From an optimization exercise on the open Yosys and OpenROAD flow, aimed at small area, a short achievable clock period and few clock cycles; shortcuts taken in it are not production practice.
RTL that was checked went through simulation tests only; none was proved equivalent to the original.
Power figures rest on the tool's default switching activity, not on a simulated workload.

rev 12:
Design red_reduce, start of the top module:
module red_reduce (
    input  wire        clk,
    input  wire        rst,         
    input  wire        in_valid,
    output reg         in_ready,
    input  wire        in_first,    
    input  wire        in_last,     
    input  wire [7:0]  op,
    input  wire [23:0] p0,
    input  wire [23:0] p1,
    input  wire [23:0] a,
    input  wire        a_ok,
    input  wire [23:0] b,
    input  wire        b_ok,
    output reg         out_valid,
    output wire [23:0] r0,
    output wire [23:0] r1,
    output reg         r_ok,
    output reg         nsat,
    output reg         asat
);
Size: about 470 flip-flops, ~160 I/O pins, about 41,000 um2 of cells after synthesis.
export LEC_CHECK = 0
export CAP_MARGIN = 20
export CORE_MARGIN = 2
export CORE_UTILIZATION = 40
export SLEW_MARGIN = 20
create_clock -name core_clock -period 14.0 [get_ports {clk}]
standard.sh (not shown) runs the stock make flow with config.mk's settings and CLKGATE_MAP_FILE= SYNTH_SCRIPT=/design/flow/synth_recipe.tcl, a recipe that flattens the netlist after the stock synthesis.
==> flow/flow/run.sh <==
#!/bin/bash
# Standard layout, with repair_timing aiming for extra setup slack so that the
# achieved period shrinks, and port buffers of an ordinary buffer cell; the
# constraints (SDC, clock period) are the design's.
set -euo pipefail
bash standard.sh "BUFFER_PORTS_ARGS=-buffer_cell sky130_fd_sc_hd__buf_2" SETUP_SLACK_MARGIN=9.75 finish > orfs_make.log 2>&1
## Diff of input files: rev 13 against rev 12
--- a/flow/design.v
+++ b/flow/design.v
@@ -40,23 +40,23 @@
     wire        e_mul = e_dot || e_rms;
     wire        e_mm  = (e_kind == K_MIN) || (e_kind == K_MAX);
     wire        e_gm  = take && a_ok && (b_ok || !e_dot) && e_mul;
     wire [23:0] e_y   = e_rms ? a : b;
     reg  [11:0] e_bo, e_bt, e_bn;
     reg         e_m1;
     integer     i;
     always @(*) begin
         for (i = 0; i < 12; i = i + 1) begin
             e_m1    = (i == 0) ? 1'b0 : e_y[2*i-1];
             e_bn[i] = e_gm & e_y[2*i+1];
-            e_bo[i] = e_gm ? (e_y[2*i] ^ e_m1) : (i == 0) && take && a_ok && (e_kind[2:1] == 2'b00);
+            e_bo[i] = e_gm ? (e_y[2*i] ^ e_m1) : (i == 0) && take && a_ok && !e_mul && !e_mm;
             e_bt[i] = e_gm & ((e_y[2*i+1] & ~e_y[2*i] & ~e_m1) | (~e_y[2*i+1] & e_y[2*i] & e_m1));
         end
     end
     always @(posedge clk) begin
         v1 <= take;
         if (take && in_first) begin
             kind_v <= op[2:0];
             sh_v   <= p0[4:0];
             mv_v   <= (op[2:0] == K_SUM || op[2:0] == K_DOT) ? p1[10:0] : p0[10:0];
         end
         f1  <= take && in_first;
@@ -695,23 +695,22 @@
     reg         neg;              
     reg  [6:0]  frem;             
     reg  [1:0]  pend;             
     assign r0 = W[23:0];
     assign r1 = {14'd0, W[33:24]};
     wire cap = full && (frem <= 7'd1);
     wire        minv_met = cnt >= ((mva == 11'd0) ? 11'd1 : mva);
     wire        acc_ovf  = !((&acc[57:47]) || !(|acc[57:47]));
     wire [47:0] acc_sat  = acc_ovf ? (acc[57] ? 48'h8000_0000_0000 : 48'h7FFF_FFFF_FFFF) : acc[47:0];
     wire [33:0] acc_abs  = acc[33:0] ^ {34{acc[57]}};
     wire [4:0]  nshift   = {2'd0, sha[4:2]} + {3'd0, sha[1:0]};    
-    wire        k_nrw    = (ka == K_SUM) || (ka == K_DOT);
     reg  [6:0]  F_cyc;
     always @(*) begin
         F_cyc = 7'd1;
         if (minv_met || ka == K_COUNT)
             case (ka)
                 K_SUM, K_DOT: F_cyc = {2'd0, nshift} + 7'd2;
                 K_MEAN:       F_cyc = 7'd15;
                 K_RMS:        F_cyc = 7'd28;
                 default:      F_cyc = 7'd1;
             endcase
     end
@@ -789,35 +788,60 @@
                     P_SQL:  ph <= (fk == K_MEAN) ? P_RND : P_RUP;
                     P_RUP:  ph <= P_ROOT;
                     P_NRW, P_RND, P_ROOT: ph <= P_OUT;
                     default: ;
                 endcase
         end
     end
     always @(posedge clk) begin
         if (cap) begin
             fk    <= ka;
             sq_en <= 1'b0;
-            r_ok  <= (ka == K_COUNT) || (minv_met && (ka == K_MIN || ka == K_MAX));
+            r_ok  <= 1'b0;
             nsat  <= 1'b0;
-            asat  <= minv_met && k_nrw && acc_ovf;
-            W     <= (minv_met || ka == K_COUNT) ?
-                     (k_nrw ? acc_sat : (ka == K_MEAN) ? {acc_abs[23:0], 24'd0} :
-                      (acc[47:0] | {37'd0, (ka == K_COUNT) ? cnt : 11'd0})) : 48'd0;
-            X     <= {21'd0, k_nrw ? sha : 5'd0};
-            Y     <= 24'd0;
-            neg   <= (ka == K_MEAN) && acc[57];
-            R     <= (ka == K_MEAN) ? acc_abs[33:24] : acc[57:48];
-            C     <= cnt;
-            C3    <= {1'b0, cnt} + {cnt, 1'b0};
-            fi    <= (ka == K_MEAN) ? 5'd11 : 5'd23;
+            asat  <= 1'b0;
+            W     <= 48'd0;
+            if (ka == K_COUNT) begin
+                W    <= {37'd0, cnt};
+                r_ok <= 1'b1;
+            end else if (minv_met) begin
+                case (ka)
+                    K_MIN, K_MAX: begin
+                        W    <= {14'd0, acc[33:0]};
+                        r_ok <= 1'b1;
+                    end
+                    K_SUM, K_DOT: begin
+                        W    <= acc_sat;
+                        asat <= acc_ovf;
+                        X    <= {19'd0, 2'b00, sha};
+                    end
+                    K_MEAN: begin
+                        neg  <= acc[57];
+                        W    <= {acc_abs[23:0], 24'd0};
+                        R    <= acc_abs[33:24];
+                        C    <= cnt;
+                        C3   <= {1'b0, cnt} + {cnt, 1'b0};
+                        fi   <= 5'd11;
+                    end
+                    default: begin    
+                        neg  <= 1'b0;
+                        W    <= acc[47:0];
+                        R    <= acc[57:48];
+                        C    <= cnt;
+                        C3   <= {1'b0, cnt} + {cnt, 1'b0};
+                        X    <= 26'd0;
+                        Y    <= 24'd0;
+                        fi   <= 5'd23;
+                    end
+                endcase
+            end
         end else begin
             case (ph)
                 P_SHR: begin
                     W <= shr_w;
                     X <= {19'd0, shr_s, shr_g, shr_c};
                 end
                 P_NRW: begin
                     r_ok <= 1'b1;
                     nsat <= n_hi || n_lo;
                     W    <= {24'd0, n_hi ? 24'h7FFFFF : n_lo ? 24'h800000 : inc[23:0]};
                 end
==> comparison <==
Clock-pin slew on the worst setup and hold paths delta (rev 12 -> rev 13): insignificant
Combinational power: rev 13 < rev 12
Rev 12 → rev 13: worst-case hold slack held; clock latency on the worst-skew pair held; final worst setup slack went down 0.0049 ns; final cell utilization of the core went down 0.49 points; count of non-CTS buffers in the layout went down 7.
As of rev 13, routed metal-1 wirelength had risen by a few percent compared to rev 12.
[compare] base=rev 12 new=rev 13: number of flops mapped to enable cells by yosys increased by about 34% relative to the old numbers; post-place instance area increased by 0.46% relative to the old numbers; internal power of the cells decreased by about 5% relative to the old numbers; count of inserted antenna diode cells shows a reduction of 1.
Rev 13 gives less detailed-routing iteration count for the pre-antenna-repair pass than rev 12 did.
Testbench counts of rev 13, summed over its fixed seeds: cycles 42,289.
No functional check of the RTL was part of rev 12.

what the ideal ports hide:
Ports are ideal in the flow. The routed layouts listed here were re-timed in OpenROAD.
Step 1 sets driving cells, clkbuf_16 on the clock port and buf_2 on the other inputs (assumed; they add their load-dependent delay and slew).
Step 2 adds t to the input delays and takes it off the output delays; t is the mean of the earliest and latest rising clock arrival at the registers after step 1. Input paths then give back, and output paths get back, about the clock's delay inside the block.
Slacks: ideal ports / drivers / drivers and shift; pairs: ideal ports / drivers.
run | shift t [ns] | slack for setup (ns) | hold WS [ns] | worst setup path at the end
rev 12 | 0.711 | 9.784 / 9.718 / 9.162 | 0.322 / 0.322 / 0.322 | input to register
rev 13 | 0.709 | 9.779 / 9.710 / 9.337 | 0.324 / 0.324 / 0.324 | input to register
After both steps every run listed still meets setup and hold. For rev 12, which loses most, drivers alone change the setup slack by -0.066 ns; drivers and shift together by -0.622 ns.
